Context: an optimization exercise on an open-source flow, tuned for small area, a short achievable clock period and few clock cycles per item. The choices shown serve that exercise and are no tape-out recipe.
The RTL of this run was laid out without a check of its function.
Power and IR drop assume default switching activity.

--- flow/design.v ---
module sqz_enc (
    input  wire        clk,
    input  wire        rst_n,
    input  wire        start_valid,
    output wire        start_ready,
    input  wire [7:0]  start_ns,
    input  wire        s_valid,
    output wire        s_ready,
    input  wire [23:0] s_data,
    output wire        info_valid,
    input  wire        info_ready,
    output wire [1:0]  info_pred,
    output wire [4:0]  info_k,
    output wire [6:0]  info_len,
    output wire        w_valid,
    input  wire        w_ready,
    output wire [31:0] w_data,
    output wire        w_last
);
    integer i, j;
    reg        nx_v;
    reg [7:0]  nx_ns;
    assign start_ready = ~nx_v;
    wire start_take = start_valid & ~nx_v;
    reg [1:0]  ph;            
    reg [6:0]  nl;            
    reg [6:0]  ic;            
    reg        s_rdy;
    reg [6:0]  rw;            
    reg        sel_pend;      
    assign s_ready = s_rdy;
    wire take = s_valid & s_rdy;
    wire ic_last = (ic == nl);
    reg [23:0] sd, sk;
    reg        v0, vk;
    reg [2:0]  md, mk;        
    wire md_p2 = md[2], md_first = md[1], md_last = md[0];
    reg [1:0]  bpn;           
    reg [4:0]  bkn;
    wire [1:0] best_pred = ~bpn;
    wire [4:0] best_k = ~bkn;
    reg [6:0]  best_len;
    reg        best_v;
    wire       best_raw = (best_k == 5'd31);
    reg [23:0] z0, zp1, zp2;
    reg [25:0] u0r, u2r;
    reg [24:0] u1r;
    reg        v1a, clr1, v1b, b_last, b_empty;
    reg        cv, ph2;
    reg [25:0] pbu;           
    reg        pbe, pbl;      
    wire       two;
    wire       ok0, ok1;
    wire       need_best = md_p2 & (~md_first | md_last);
    wire       g0 = v0 & ~(need_best & ~best_v);
    wire       go2_0 = (v1b | ph2) & (~cv | ok0);
    wire       go2_1 = (v1b | ph2) & cv & ok1;
    wire       go2 = go2_0 | (go2_1 & w_ready);      
    wire       mv1 = go2 & ~ph2;                     
    wire       mv0_0 = g0 & (~v1b | (~ph2 & (~cv | ok0)));
    wire       mv0_1 = g0 & v1b & ~ph2 & cv & ok1;
    wire       mv0 = mv0_0 | (mv0_1 & w_ready);
    wire       acc_c = cv & (ok0 | (ok1 & w_ready));
    wire [25:0] sdx = {{2{sd[23]}}, sd};
    wire [25:0] e0 = sdx - {{2{z0[23]}}, z0};
    wire [25:0] e1 = sdx - {{2{zp1[23]}}, zp1};
    wire [26:0] e2 = {sd[23], sdx} - {{2{zp1[23]}}, zp1, 1'b0} + {{3{zp2[23]}}, zp2};
    wire [24:0] u0 = {e0[23:0], 1'b0} ^ {25{e0[25]}};
    wire [24:0] u1 = {e1[23:0], 1'b0} ^ {25{e1[25]}};
    wire [25:0] u2 = {e2[24:0], 1'b0} ^ {26{e2[26]}};
    reg [25:0] usel;
    wire [27:0] uselx = {2'b00, usel};
    wire [27:0] u1x = {3'b000, u1};
    wire [27:0] u2x = {2'b00, u2};
    always @(*) begin
        if (!md_p2)
            usel = {1'b0, u0};
        else if (md_first)
            usel = 26'd0;                        
        else if (best_raw)
            usel = {2'b00, sd};
        else case (best_pred)
            2'd0:    usel = {1'b0, u0};
            2'd1:    usel = {1'b0, u1};
            default: usel = u2;
        endcase
    end
    reg [5:0]  alo [0:71];
    reg [6:0]  ahi [0:71];
    reg        acy [0:71];
    wire [27:0] ua0 = {2'b00, u0r};
    wire [27:0] ua1 = {3'b000, u1r};
    wire [27:0] ua2 = {2'b00, u2r};
    reg  [6:0]  gf0, gf1, gf2;
    wire [27:0] hz0 = hz(ua0, gf0);
    wire [28:0] hz0x = {1'b0, hz0};
    wire [27:0] hz1 = hz(ua1, gf1);
    wire [27:0] hz2 = hz(ua2, gf2);
    function [27:0] hz;
        input [27:0] u;
        input [6:0] g;            
        reg [6:0] gs;
        integer b;
        begin
            gs[6] = 1'b0;
            gs[5] = g[6];
            gs[4] = g[6] | g[5];
            gs[3] = (g[6] | g[5]) | g[4];
            gs[2] = (g[6] | g[5]) | (g[4] | g[3]);
            gs[1] = (g[6] | g[5]) | (g[4] | g[3]) | g[2];
            gs[0] = (g[6] | g[5]) | (g[4] | g[3]) | (g[2] | g[1]);
            for (b = 0; b < 28; b = b + 1)
                hz[b] = |(u[b +: 4] & (4'hF >> (b % 4))) | gs[b / 4];
        end
    endfunction
    function [5:0] cost;
        input [27:0] u;
        input [27:0] h;
        input integer k;
        reg esc;
        begin
            esc = u[k+4] & u[k+3];
            if (k + 5 < 28)
                esc = esc | h[k+5];
            if (esc)
                cost = 6'd56;
            else
                cost = {1'b0, u[k+4 -: 5]} + k + 1;
        end
    endfunction
    wire [5:0] y00 [0:23];    
    genvar gk, gp, gb;
    generate
        for (gp = 0; gp < 3; gp = gp + 1) begin : g_p
            for (gk = 0; gk < 24; gk = gk + 1) begin : g_k
                localparam integer A = gp * 24 + gk;
                wire [5:0] cst = cost(gp == 0 ? ua0 : gp == 1 ? ua1 : ua2, gp == 0 ? hz0 : gp == 1 ? hz1 : hz2, gk);
                if (gp == 0) begin : g_y0
                    assign y00[gk] = cst;
                end
                wire [5:0] y = cst & {6{v1a}};
                wire [6:0] c;
                wire [5:0] s;
                wire [6:0] hc;
                wire [6:0] hs;
                assign c[0] = 1'b0;
                assign hc[0] = acy[A];
                for (gb = 0; gb < 6; gb = gb + 1) begin : g_lo
                    assign s[gb] = alo[A][gb] ^ y[gb] ^ c[gb];
                    assign c[gb+1] = (alo[A][gb] & y[gb]) | (c[gb] & (alo[A][gb] ^ y[gb]));
                end
                for (gb = 0; gb < 6; gb = gb + 1) begin : g_hi
                    assign hs[gb] = ahi[A][gb] ^ hc[gb];
                    assign hc[gb+1] = ahi[A][gb] & hc[gb];
                end
                assign hs[6] = ahi[A][6] | hc[6];
                always @(posedge clk) begin
                    if (clr1) begin
                        alo[A] <= 6'd31; ahi[A] <= 7'd0; acy[A] <= 1'b0;
                    end else begin
                        alo[A] <= s; acy[A] <= c[6]; ahi[A] <= hs;
                    end
                end
            end
        end
    endgenerate
    reg [2:0]  sc;            
    reg [72:0] alive;
    reg [3:0]  stp, stq;      
    reg        spre;          
    reg [72:0] dhi, dlo;
    always @(*) begin
        for (i = 0; i < 73; i = i + 1) begin
            j = (i < 24) ? i : i - 1;
            if (i == 24) begin
                dhi[i] = (stp[1] & rw[5]) | (stp[2] & rw[3]) | (stp[3] & rw[1]);
                dlo[i] = (stq[0] & rw[6]) | (stq[1] & rw[4]) | (stq[2] & rw[2]) | (stq[3] & rw[0]);
            end else begin
                dhi[i] = (stp[0] & ahi[j][6]) | (stp[1] & ahi[j][4]) | (stp[2] & ahi[j][2]) | (stp[3] & ahi[j][0]);
                dlo[i] = (stq[0] & ahi[j][5]) | (stq[1] & ahi[j][3]) | (stq[2] & ahi[j][1]) | (stq[3] & alo[j][5]);
            end
        end
    end
    wire [72:0] al0 = alive;
    wire        z00 = |(al0 & ~dhi & ~dlo);
    wire        z01 = |(al0 & ~dhi & dlo);
    wire        z10 = |(al0 & dhi & ~dlo);
    wire        m_hi = ~(z00 | z01);
    wire        m_lo = ~z00 & (z01 | ~z10);
    wire [72:0] al2 = al0 & ~(dhi ^ {73{m_hi}}) & ~(dlo ^ {73{m_lo}});
    reg  [7:0]  minw;
    wire        a_o0 = |alive[23:0];
    wire        a_raw = alive[24];
    wire        a_o1 = |alive[48:25];
    wire [23:0] pv = alive[23:0] | ({24{~a_o0}} & alive[48:25]) |
                     ({24{~a_o0 & ~a_o1}} & alive[72:49]);
    reg  [4:0]  pk;
    always @(*) begin
        pk = 5'd0;
        for (i = 23; i >= 0; i = i - 1)
            if (pv[i]) pk = i[4:0];
    end
    reg [31:0] cc;
    reg [5:0]  cl;
    reg        c_last;
    reg  [23:0] koh;                             
    reg  [5:0]  kp1;                             
    reg  [5:0]  k31;                             
    reg  [4:0] qs;
    reg        esc2;
    always @(*) begin
        qs = 5'd0;
        esc2 = 1'b0;
        for (i = 0; i < 24; i = i + 1) begin
            qs = qs | (ua0[i+4 -: 5] & {5{koh[i]}});
            esc2 = esc2 | (koh[i] & ((ua0[i+4] & ua0[i+3]) | hz0x[i+5]));
        end
    end
    wire [5:0] kk   = {1'b0, best_k};
    wire [5:0] lsel = {1'b0, qs} + kp1;          
    assign     two  = ~b_empty & ~best_raw & (esc2 | ({1'b0, qs} > k31));
    wire [5:0] qp1  = {1'b0, qs} + 6'd1;
    reg [31:0] thl, thq, thk, thk1;
    always @(*) begin
        for (i = 0; i < 32; i = i + 1) begin
            thl[i]  = (lsel > i);
            thq[i]  = ({1'b0, qs} >= i) & (i != 0);    
            thk[i]  = (kk > i);
            thk1[i] = (kp1 > i);
        end
    end
    wire [25:0] uu = ph2 ? pbu : u0r;
    reg  [31:0] part;
    reg  [5:0]  pl;
    always @(*) begin
        if (ph2) begin
            part = pbe ? {6'd0, pbu} : ({6'd0, pbu} & thk);
            pl = pbe ? 6'd32 : kk;
        end else if (b_empty) begin
            part = 32'd0; pl = 6'd0;
        end else if (best_raw) begin
            part = {6'd0, u0r}; pl = 6'd24;
        end else if (!two) begin
            part = (thl & ~thk1) | ({6'd0, u0r} & thk); pl = lsel;
        end else if (esc2) begin
            part = 32'h00FFFFFF; pl = 6'd24;
        end else begin
            part = thq; pl = qp1;
        end
    end
    reg [63:0] ebuf;          
    reg [6:0]  ecnt;
    reg        wv, wl, efl;
    reg [1:0]  icnt;          
    wire       inf = (icnt != 2'd0) & ~efl;
    assign     ok0 = inf & (ecnt <= 7'd32);
    assign     ok1 = inf & wv & (ecnt <= 7'd64);
    wire [5:0] sh0 = 6'd0 - ecnt[5:0] - cl;
    wire [63:0] tpl = {32'd0, cc} << sh0[4:0];
    wire       ecz = (ecnt == 7'd0);
    wire [63:0] eb_n [0:1];
    wire [6:0]  ec_n [0:1];
    wire        efl_nn [0:1], wv_nn [0:1], wl_nn [0:1], dn_n [0:1];
    genvar gw;
    generate
        for (gw = 0; gw < 2; gw = gw + 1) begin : g_w
            wire pop = wv & (gw == 1);
            wire lastpop = pop & wl;
            wire acc = cv & (ok0 | (ok1 & (gw == 1)));
            wire [6:0] cnt_ap = lastpop ? 7'd0 : pop ? ecnt - 7'd32 : ecnt;
            wire [63:0] placed = (sh0[5] ^ pop) ? {tpl[31:0], 32'd0} : tpl;
            wire [63:0] bufp = pop ? {ebuf[31:0], 32'd0} : ebuf;
            wire [6:0] cnt_n = cnt_ap + (acc ? {1'b0, cl} : 7'd0);
            wire done = efl & (lastpop | ecz);
            wire efl_n = (efl & ~done) | (acc & c_last);
            assign eb_n[gw] = bufp | (acc ? placed : 64'd0);
            assign ec_n[gw] = done ? 7'd0 : cnt_n;
            assign efl_nn[gw] = done ? 1'b0 : efl_n;
            assign wv_nn[gw] = (cnt_n >= 7'd32) | (efl_n & ~done & (cnt_n != 7'd0));
            assign wl_nn[gw] = efl_n & ~done & (cnt_n != 7'd0) & (cnt_n <= 7'd32);
            assign dn_n[gw] = done;
        end
    endgenerate
    wire done_n = w_ready ? dn_n[1] : dn_n[0];
    assign w_valid = wv;
    assign w_last  = wl;
    assign w_data  = ebuf[63:32];
    reg ivr;
    assign info_valid = ivr;
    reg [1:0] o_pred;
    reg [4:0] o_k;
    reg [6:0] o_len;
    assign info_pred = o_pred;
    assign info_k    = o_k;
    assign info_len  = o_len;
    wire info_take = ivr & info_ready;
    reg [1:0] ph_n;
    reg [6:0] nl_n, ic_n;
    reg       nxv_n, selp_n;
    always @(*) begin
        ph_n = ph; nl_n = nl; ic_n = ic;
        nxv_n = nx_v | start_take;
        selp_n = sel_pend;
        if (sc == 3'd7) selp_n = 1'b0;
        if (ph == 2'd0) begin
            if (nx_v && !sel_pend) begin
                ph_n = 2'd1; nl_n = nx_ns[6:0] - 7'd1; ic_n = 7'd0; nxv_n = start_take;
            end
        end else if (take) begin
            if (ic_last) begin
                ic_n = 7'd0;
                if (ph == 2'd1) begin
                    ph_n = 2'd2;
                    selp_n = 1'b1;
                end else if (nx_v && !selp_n) begin
                    ph_n = 2'd1; nl_n = nx_ns[6:0] - 7'd1; nxv_n = start_take;
                end else
                    ph_n = 2'd0;
            end else
                ic_n = ic + 7'd1;
        end
    end
    wire ld0 = mv0 | ~v0;             
    wire vk_n = ld0 ? 1'b0 : (vk | take);
    wire [2:0] m_in = {ph == 2'd2, ic == 7'd0, ic_last};
    wire [8:0] rw3 = {2'b00, nl} + {1'b0, nl, 1'b0} + 9'd3;    
    always @(posedge clk) begin
        if (start_take) nx_ns <= start_ns;
        if (take && ph == 2'd1 && ic_last)
            rw <= rw3[8:2];
        if (ld0) begin
            sd <= vk ? sk : s_data;
            md <= vk ? mk : m_in;
        end
        if (!vk) begin
            sk <= s_data;
            mk <= m_in;
        end
        if (mv0) begin
            if (md_first) z0 <= sd;
            zp1 <= sd;
            zp2 <= md_first ? sd : zp1;
            u0r <= usel;
            for (i = 0; i < 7; i = i + 1)
                gf0[i] <= |uselx[4*i +: 4];
            b_last <= md_last;
            b_empty <= md_first;
        end
        u1r <= u1;
        u2r <= u2;
        for (i = 0; i < 7; i = i + 1) begin
            gf1[i] <= |u1x[4*i +: 4];
            gf2[i] <= |u2x[4*i +: 4];
        end
        if (go2) begin
            cc <= part;
            cl <= pl;
            c_last <= ph2 ? pbl : (b_last & ~two);
            pbu <= u0r;
            pbe <= esc2;
            pbl <= b_last;
        end
        alive <= al2 | {73{spre}};
        if (|stp)
            minw <= {minw[5:0], m_hi, m_lo};
        if (sc == 3'd7) begin
            best_len <= minw[6:0];
            o_len <= minw[6:0];
            koh <= a_raw & ~a_o0 ? 24'd0 : (24'd1 << pk);
            kp1 <= {1'b0, pk} + 6'd1;
            k31 <= 6'd31 - {1'b0, pk};
            if (a_o0) begin
                bpn <= ~(2'd0); bkn <= ~(pk); o_pred <= 2'd0; o_k <= pk;
            end else if (a_raw) begin
                bpn <= ~(2'd0); bkn <= ~(5'd31); o_pred <= 2'd0; o_k <= 5'd31;
            end else if (a_o1) begin
                bpn <= ~(2'd1); bkn <= ~(pk); o_pred <= 2'd1; o_k <= pk;
            end else begin
                bpn <= ~(2'd2); bkn <= ~(pk); o_pred <= 2'd2; o_k <= pk;
            end
        end
        if (!rst_n) begin
            nx_v <= 1'b0;
            ph <= 2'd0;
            ic <= 7'd0;
            s_rdy <= 1'b0;
            sel_pend <= 1'b0;
            v0 <= 1'b0;
            vk <= 1'b0;
            best_v <= 1'b0;
            v1a <= 1'b0;
            clr1 <= 1'b0;
            v1b <= 1'b0;
            cv <= 1'b0;
            ph2 <= 1'b0;
            sc <= 3'd0;
            stp <= 4'd0;
            stq <= 4'd0;
            spre <= 1'b0;
            ebuf <= 64'd0;
            ecnt <= 7'd0;
            wv <= 1'b0;
            wl <= 1'b0;
            efl <= 1'b0;
            icnt <= 2'd0;
            ivr <= 1'b0;
        end else begin
            nx_v <= nxv_n;
            ph <= ph_n;
            nl <= nl_n;
            ic <= ic_n;
            sel_pend <= selp_n;
            s_rdy <= (ph_n != 2'd0) & ~vk_n;
            v0 <= ld0 ? (vk | take) : 1'b1;
            vk <= vk_n;
            v1a  <= mv0 & ~md_p2 & ~md_first;
            clr1 <= mv0 & ~md_p2 & md_first;
            if (mv0)
                v1b <= md_p2 & (~md_first | md_last);
            else if (mv1)
                v1b <= 1'b0;
            if (go2) begin
                cv <= 1'b1;
                ph2 <= two & ~ph2 & v1b;
            end else if (acc_c)
                cv <= 1'b0;
            if (mv0 & ~md_p2 & md_last)
                sc <= 3'd1;
            else if (sc != 3'd0)
                sc <= sc + 3'd1;
            stp <= {stp[2:0], sc == 3'd2};
            stq <= {stq[2:0], sc == 3'd2};
            spre <= (sc == 3'd1);
            if (sc == 3'd7) begin
                best_v <= 1'b1;
                ivr <= 1'b1;
            end else begin
                if (mv0 & md_p2 & md_last)
                    best_v <= 1'b0;
                if (info_take)
                    ivr <= 1'b0;
            end
            ebuf <= w_ready ? eb_n[1] : eb_n[0];
            ecnt <= w_ready ? ec_n[1] : ec_n[0];
            efl <= w_ready ? efl_nn[1] : efl_nn[0];
            wv <= w_ready ? wv_nn[1] : wv_nn[0];
            wl <= w_ready ? wl_nn[1] : wl_nn[0];
            icnt <= icnt + {1'b0, info_take} - {1'b0, done_n};
        end
    end
endmodule
--- flow/run.sh ---
#!/bin/bash
# synth_recipe.tcl (not shown) runs the flow's synth.tcl, then flattens the netlist and writes it again
# the make line also repeats each setting of config.mk as NAME=value (left out here)
make -C /OpenROAD-flow-scripts/flow DESIGN_CONFIG=/design/flow/config.mk WORK_HOME=/design/flow/orfs CLKGATE_MAP_FILE= SYNTH_SCRIPT=/design/flow/synth_recipe.tcl finish
--- flow/config.mk ---
export PLATFORM = sky130hd
export DESIGN_NAME = sqz_enc
export DESIGN_NICKNAME = sqz_enc
export VERILOG_FILES = /design/flow/design.v
export SDC_FILE = /design/flow/constraint.sdc
export NUM_CORES = 4
export LEC_CHECK = 0
export ABC_AREA = 1
export CAP_MARGIN = 60
export CORE_MARGIN = 2
export CORE_UTILIZATION = 45
export PLACE_DENSITY = 0.6
export SLEW_MARGIN = 60
--- flow/constraint.sdc ---
create_clock -name core_clock -period 15.0 [get_ports {clk}]
set_input_delay 3.0000 -clock core_clock [delete_from_list [all_inputs] [get_ports {clk}]]
set_output_delay 3.0000 -clock core_clock [all_outputs]
set_load 0.01 [all_outputs]
==> reports/results.ini <==
[floorplanning]
fp-row-count = 162
die_area_mm2 = 0.198
die_y_um = 445
io_pins = 89
die_x_um = 445
initial_core_util_pct = 45.1
coreArea_mm2 = 0.194

[synthesis]
yosys.area_share.simple_pct = 16.6
synthTopCellsByArea = dfxtp_1 (29%), ha_1 (11%), edfxtp_1 (9.7%), fa_1 (8.8%), inv_1 (6.7%)
yosys.area.top_type = dfxtp_1
syn_area_per_cell_um2 = 8.52
yosysTopAreaCellShare_pct = 29.1
synth_warnings = 13
synthMuxAreaShare_pct = 0.274
yosys-top-cells-count = inv_1 (1,569), nand2_1 (1,507), nor2_1 (1,407)
synth_xor_xnor_area_share_pct = 2.92
syn_nets = 11500
syn_area_mm2 = 0.0877
synthArstFlopShare_pct = 0
netlist_instances = 10300
synth_fa_ha_area_share_pct = 20.1
synth_flop_cell = dfxtp_1
ys_types = 84
synth_top_family_by_area = adder cells
synth-seq-cells = 1555
synth-compound-area-share_pct = 12.1
synth-seq-area-share_pct = 38.7
synth_edf_count = 282
synth.most_common_cell = inv_1

[clocking]
post-cts-setup-buffers = 0
cts_tree = yes
hold_buffers = 0
htree_levels = 4
clockRootBuffer = clkbuf_16
clock_sinks = 1555
insertion_delay_ns = 0.84
path_clk_slew_ns = 0.06
numCtsBuffers = 169
clk_path_buf_depth = 3
post_cts_resized = 0

[placed_design]
gp_congestion = 0.923
numPortBuffers = 87
hpwl_um = 175000
placed_cell_area_mm2 = 0.0912

[sta]
skew_ns = 0.0392
slew_headroom_pct = 55.6
report.final.setup_viol = 0
tightest_slew_ns = 0.662
tns_ns = 0
rsz0062_at_grt = no
slew_violations = 0
fin_crit_ns = 5.97
finalCritPeriodShare_pct = 39.8
hold_viol = 0
max_freq_ghz = 0.167

[global_routing]
grt-ovfl-total = 0
grt_pass1_vias = 66400
antenna_found_initial = 3
grt_pass1_wl_um = 374000
grt_start_max_net_pins = 101
groute.usage.overall_pct = 23.8

[power]
power.leakage_nw = 45.3
vdd_drop_max_mv = 0.114
total_power_mw = 13.6
powerDensity_mw_per_mm2 = 140

[route]
avgRoutedWirePerCell_um = 18.5
firstDrtPassIters = 8
detail_route.wirelength_um = 239000
vias = 68300
drt_iter0_drc = 5475
ant_nets = 0
viasPerCell = 5.29
drc = 0

[finish]
post-route-util_pct = 50.3
final.fill_count = 18100
drive_gt1_share_pct = 6.86
area_growth_pct = 11.4
fin_nets = 11400
seq_area_mm2 = 0.0340
multi_input_area_mm2 = 0.0459
final_area_mm2 = 0.0976

[run_status]
status = no timing/DRC/antenna violations

[min_path]
hold_start = minw[5]
worstHoldPathType = reg -> reg

[setup_path]
end_kind = register
regToRegStartpoint = u0r[6]
required_ns = 15.51
worstSetupPathType = reg -> reg
crit_fanout = 10
crit_path_start = u0r[6]
start_kind = register
crit_arrival_ns = 6.48

[run]
drv.max_cap_violation_count = 0

## registers in the layout, indices dropped and copies added, names as in the netlist, 24 cells and up
signal / count
u2r: 26
sk: 24
sd: 24
ebuf: 64
alive: 73
alo: 432
ahi: 504
cc: 32
z0: 24
u0r: 26
zp1: 24
zp2: 24
u1r: 25
acy: 72
pbu: 26
koh: 24
## layer usage
layer | GRT usage [%] | share of wire (%)
met1 | 32.4 | 45
met3 | 3.32 | 5.8
met2 | 39.3 | 47
met5 | 0 | 0.0054
met4 | 7.06 | 3.0
## metrics by stage
stage               cells  setup slack, ns  hold WS [ns]
detailed placement  12600             9.19         0.418
floorplan           10300             6.00         0.400
finish              12900             9.03         0.431
global route        12900             8.66         0.435
global placement    12500             8.52         0.401
CTS                 12900             9.13         0.432
## placed cells by master (no fill, tap or decap), types with 29 or more instances in the layout
| master | count |
|---|---|
| edfxtp_1 | 282 |
| nand4_1 | 43 |
| o2111ai_1 | 46 |
| clkdlybuf4s50_1 | 85 |
| ha_1 | 790 |
| fa_1 | 385 |
| nand2_1 | 1506 |
| bufinv_16 | 29 |
| o211ai_1 | 43 |
| nand3_1 | 183 |
| a31oi_1 | 33 |
| inv_1 | 1559 |
| a211oi_1 | 65 |
| a221oi_1 | 111 |
| or2_2 | 165 |
| o21ai_1 | 34 |
| buf_4 | 62 |
| a22o_1 | 192 |
| clkbuf_16 | 173 |
| o21ai_0 | 625 |
| nor2_1 | 1395 |
| dfxtp_1 | 1267 |
| clkinv_1 | 31 |
| xnor2_1 | 85 |
| a21oi_1 | 255 |
| xor2_1 | 200 |
| clkbuf_8 | 29 |
| o22ai_1 | 75 |
| nor3_1 | 139 |
## worst max-delay path: stages, from the launching register on
cell and delay, ns:
edfxtp_1 0.36, buf_4 0.19, buf_4 0.19, inv_1 0.29
o21ai_0 0.19, a221oi_1 0.23, nand4_1 0.11, nor4_1 0.23
nand2_1 0.42, ha_1 0.50, a21oi_1 0.19, or2_2 0.14
nand2_1 0.05, a21oi_1 0.29, xor2_1 0.25, inv_1 0.18
nor2_2 0.36, inv_1 0.18, nor2_1 0.33, o21ai_0 0.26
a221oi_1 0.31, a31oi_1 0.06, o21ai_0 0.15, o21ai_0 0.18
## path summary, 6_finish.rpt
path         endpoint  slack (ns)  cells past startpoint
max             cc[8]        9.03                     23
min          o_len[5]        0.43                      0
max reg2reg     cc[8]        9.03                     23
min reg2reg  o_len[5]        0.43                      0
## power breakdown
part / total (mW) / internal [mW] / switching, mW
Sequential: 6.02 / 5.26 / 0.760
Clock: 4.62 / 2.77 / 1.85
Combinational: 3.01 / 1.12 / 1.88
Total: 13.6 / 9.15 / 4.50
## final cells by class
type / count / share of cell area [%]
Tap cell: 2542 / 3.26
Clock inverter: 93 / 1.45
Multi-Input combinational cell: 6672 / 47.0
Antenna cell: 2 / 0.00513
Timing Repair Buffer: 216 / 2.37
Clock buffer: 224 / 4.91
Inverter: 1607 / 6.22
Sequential cell: 1555 / 34.8
## cells by family after synthesis
kind of cell / after synthesis
compound gates: 1647
xor+xnor: 292
fa+ha+maj: 1177
buf+inv: 2062
flops: 1555
mux: 24
other cells: 1
simple gates: 3531

## re-timing with driven ports
How much do the figures lean on ideal ports? The routed layout below was timed once more, with nothing changed but the port constraints. Step 1 assumes that a clkbuf_16 drives the clock port and a buf_2 every other input. Step 2 moves the port delays by t, midway between the first and last clock arrival at a register: inputs arrive t later, outputs are due t later. That takes back most of the time a late clock gives input paths. Slacks: no drivers / after step 1 / after step 2; pairs: no drivers / after step 1.
t (ns): 0.904
slack for setup (ns): 9.028 / 9.028 / 9.028
worst setup path at the end: register to register
worst register clock-pin slew, ns: 0.07 / 0.07
worst data-port slew with drivers (ns): 0.05
After both steps setup and hold are still met in this run. For this run, drivers alone change the setup slack by 0.000 ns; drivers and shift together by 0.000 ns.
